This design comes from an exercise in tuning for small area, a short achievable clock period and few clock cycles on the open sky130 flow, not from production work. Function was checked by simulation only, so behaviour that the tests miss may differ from the original. Power is estimated from default activity; no workload was simulated.

JK:
Design bale_decoder, start of the top module:
module bale_decoder (
    input  wire        clk,
    input  wire        rst,
    input  wire        in_valid,
    output wire        in_ready,
    input  wire [7:0]  in_data,
    input  wire        in_last,
    output reg         out_valid,
    input  wire        out_ready,
    output reg  [7:0]  out_data,
    output reg         done,
    output reg         bad,
    output reg         crc_fail,
    output wire [31:0] label
);
For scale: about 1900 cells after synthesis, ~270 flip-flops, ~58 I/O pins.
==> flow/config.mk <==
export PLATFORM = sky130hd
export DESIGN_NAME = bale_decoder
export DESIGN_NICKNAME = bale_decoder
export VERILOG_FILES = /design/flow/design.v
export SDC_FILE = /design/flow/constraint.sdc
export NUM_CORES = 4
export LEC_CHECK = 0
export CAP_MARGIN = 20
export CORE_MARGIN = 2
export CORE_UTILIZATION = 50
export CTS_BUF_LIST = sky130_fd_sc_hd__clkbuf_16
export CTS_CLUSTER_DIAMETER = 80
export CTS_CLUSTER_SIZE = 24
export SLEW_MARGIN = 20
export TNS_END_PERCENT = 0
==> flow/constraint.sdc <==
create_clock -name core_clock -period 9.0 [get_ports {clk}]
set_input_delay 1.8000 -clock core_clock [delete_from_list [all_inputs] [get_ports {clk}]]
set_output_delay 1.8000 -clock core_clock [all_outputs]
set_load 0.01 [all_outputs]
standard.sh (not shown) runs the stock make flow with config.mk's settings and CLKGATE_MAP_FILE= SYNTH_SCRIPT=/design/flow/synth_recipe.tcl, a recipe that flattens the netlist after the stock synthesis.
==> flow/flow/run.sh <==
#!/bin/bash
# The standard layout (standard.sh: standard synthesis through finish),
# with the port buffers that placement inserts on every input and output
# made plain sky130 buf_2 cells instead of the slower delay-buffer cell the
# resizer picks by default, and the setup repair aimed 6 ns above the
# clock period's slack. Make's full output goes to standard.log here; each
# ORFS step also keeps its own log under orfs/logs.
set -euo pipefail
export BUFFER_PORTS_ARGS="-buffer_cell sky130_fd_sc_hd__buf_2"
export SETUP_SLACK_MARGIN=6
bash standard.sh > standard.log 2>&1
Testbench counts of JK, summed over its fixed seeds: cycles 122,630.
### JK -> MS
# JK
export LEC_CHECK = 0
export CAP_MARGIN = 20
export CORE_MARGIN = 2
export CORE_UTILIZATION = 50
export CTS_BUF_LIST = sky130_fd_sc_hd__clkbuf_16
export CTS_CLUSTER_DIAMETER = 80
export CTS_CLUSTER_SIZE = 24
export SLEW_MARGIN = 20
export TNS_END_PERCENT = 0
create_clock -name core_clock -period 9.0 [get_ports {clk}]
# MS
export LEC_CHECK = 0
export CAP_MARGIN = 20
export CORE_MARGIN = 2
export CORE_UTILIZATION = 50
export CTS_BUF_LIST = sky130_fd_sc_hd__clkbuf_16
export SLEW_MARGIN = 20
export TNS_END_PERCENT = 0
create_clock -name core_clock -period 9.0 [get_ports {clk}]
### Flow results
Between MS and JK, the difference in required time at the endpoint of the critical path is negligible.
JK -> MS: DRC marker count from the first detailed-route iteration decreased by more than 10%
Going from JK to MS, worst max-slew margin expressed relative to the limit grows by 1.0 points.
Compared to JK, MS shows a wider setup margin.
Reported for MS and JK, maximum number of pins on one net before global-route repair turned out identical to the last digit.
On minimum clock period, JK loses to MS.
MS vs JK, final worst-path cycle share went down by 0.80 points.
Compared with JK, MS shows a post-layout utilization of the core that is 1.4 points higher.
Re final area: JK was lower than MS.
Changes in AL relative to MS:
# MS
export LEC_CHECK = 0
export CAP_MARGIN = 20
export CORE_MARGIN = 2
export CORE_UTILIZATION = 50
export CTS_BUF_LIST = sky130_fd_sc_hd__clkbuf_16
export SLEW_MARGIN = 20
export TNS_END_PERCENT = 0
create_clock -name core_clock -period 9.0 [get_ports {clk}]
# AL
export LEC_CHECK = 0
export CAP_MARGIN = 20
export CORE_MARGIN = 2
export CORE_UTILIZATION = 50
export CTS_BUF_LIST = sky130_fd_sc_hd__clkbuf_8
export SLEW_MARGIN = 20
export TNS_END_PERCENT = 0
create_clock -name core_clock -period 9.0 [get_ports {clk}]
Results
Diff MS -> AL | routed length on met1 | up by a few percent
Diff MS -> AL | maximum frequency from static timing analysis | up by a few percent
Comparing MS against AL, there is no change at all in number of optimization iterations in the first detailed-route pass.
Relative to MS, cell area has increased by about 0.46% in AL.
Combined area of the multi-input logic cells: AL vs MS up 48 um2
Maximum resistive drop on vdd in AL vs MS: up 28%
Per the comparison of AL with MS, total wire length after detailed routing now larger; clock power held steady; post-CTS setup repair buffer count -13%; via count of the first global-routing pass picked up an extra 230; final standard cell utilization of the core went up 0.26 points.
diff inputs: AL => TR
# AL
export LEC_CHECK = 0
export CAP_MARGIN = 20
export CORE_MARGIN = 2
export CORE_UTILIZATION = 50
export CTS_BUF_LIST = sky130_fd_sc_hd__clkbuf_8
export SLEW_MARGIN = 20
export TNS_END_PERCENT = 0
create_clock -name core_clock -period 9.0 [get_ports {clk}]
# TR
export LEC_CHECK = 0
export CAP_MARGIN = 20
export CORE_MARGIN = 2
export CORE_UTILIZATION = 50
export CTS_BUF_LIST = sky130_fd_sc_hd__clkbuf_8
export SLEW_MARGIN = 20
export TNS_END_PERCENT = 10
create_clock -name core_clock -period 9.0 [get_ports {clk}]
--- outcome ---
Summary of TR over AL: register fraction of the total cell area closely matched the old numbers; first-pass GRT wire length increased by about 0.8% relative to the old numbers; CTS buffer count decreased by about 2% relative to the old numbers; layout buffering overhead excluding clock cells closely matched the old numbers; number of nets in the layout closely matched the old numbers.
Launching element of the worst setup path = in_data[4]: AL; launching element of the worst setup path = out_ready: TR

---

run a:
bale_decoder again, from the RTL that the note above started with.
// bale_decoder
module bale_decoder (
    input  wire        clk,
    input  wire        rst,
    input  wire        in_valid,
    output wire        in_ready,
    input  wire [7:0]  in_data,
    input  wire        in_last,
    output reg         out_valid,
    input  wire        out_ready,
    output reg  [7:0]  out_data,
    output reg         done,
    output reg         bad,
    output reg         crc_fail,
    output wire [31:0] label
);
export LEC_CHECK = 0
export CAP_MARGIN = 20
export CORE_MARGIN = 2
export CORE_UTILIZATION = 40
export CTS_BUF_LIST = sky130_fd_sc_hd__clkbuf_8
export PLACE_DENSITY = 0.7
export SLEW_MARGIN = 20
export TNS_END_PERCENT = 0
create_clock -name core_clock -period 9.0 [get_ports {clk}]
Scripts as last shown in full above: flow/flow/run.sh
Run a: done, clean on timing, DRC and antenna
Testbench counts of run a, summed over its fixed seeds: cycles 122,630.
Input-level comparison between run b and run a:
--- a/flow/config.mk
+++ b/flow/config.mk
@@ -8,7 +8,6 @@
 export CAP_MARGIN = 20
 export CORE_MARGIN = 2
-export CORE_UTILIZATION = 40
-export CTS_BUF_LIST = sky130_fd_sc_hd__clkbuf_8
-export PLACE_DENSITY = 0.7
+export CORE_UTILIZATION = 50
+export CTS_BUF_LIST = sky130_fd_sc_hd__clkbuf_8 sky130_fd_sc_hd__clkbuf_16
 export SLEW_MARGIN = 20
 export TNS_END_PERCENT = 0
--- outcome ---
Run b completed every stage of the flow, and the final layout passed the timing, DRC and antenna checks. Flip-flop and latch count: run b vs run a identical. Between run b and run a, it is run b whose signed area change from the synthesized netlist to the final layout is lower, by 0.27 points. In the tables for run b and run a, largest net degree at the start of global routing reads lower with run b. Run b: required time of the critical path is 0.07 ns lower than what run a reported. Diff run a..run b | sequential fraction of total cell area | negligible. Total half-perimeter wirelength after legalization and detailed placement sits lower in run b than in run a. Sort run b and run a by maximum frequency, ascending, and run a comes first. The lower clock buffer count from CTS came out of run b.

static timing again, ports no longer ideal:
No port has a modelled driver above. Below, the same layouts with a new extraction and two added sets of constraints. Step 1 (the two cells are an assumption about what drives the block):
set clk [get_ports {clk}]
set_driving_cell -lib_cell sky130_fd_sc_hd__clkbuf_16 $clk
set_driving_cell -lib_cell sky130_fd_sc_hd__buf_2 [delete_from_list [all_inputs] $clk]
Step 2 also shifts input and output timing later by t, the mid clock arrival at the registers, as if the neighbouring blocks saw the same clock. Three values: no drivers, after step 1, after step 2; two values: the first two.
| run | t (ns) | slack for setup (ns) | worst hold slack (ns) |
|---|---|---|---|
| JK | 0.577 | 5.665 / 5.649 / 5.092 | 0.445 / 0.445 / 0.445 |
| MS | 0.634 | 5.737 / 5.720 / 5.111 | 0.433 / 0.433 / 0.433 |
| AL | 0.669 | 5.809 / 5.810 / 5.140 | 0.433 / 0.433 / 0.433 |
| TR | 0.659 | 5.748 / 5.775 / 5.115 | 0.441 / 0.441 / 0.441 |
| run a | 0.663 | 5.711 / 5.662 / 4.999 | 0.499 / 0.499 / 0.499 |
| run b | 0.635 | 5.736 / 5.721 / 5.110 | 0.433 / 0.433 / 0.433 |
After both steps every run listed still meets setup and hold. The setup slack of run a, which loses most, moves by -0.049 ns with the drivers and by -0.712 ns with both steps.
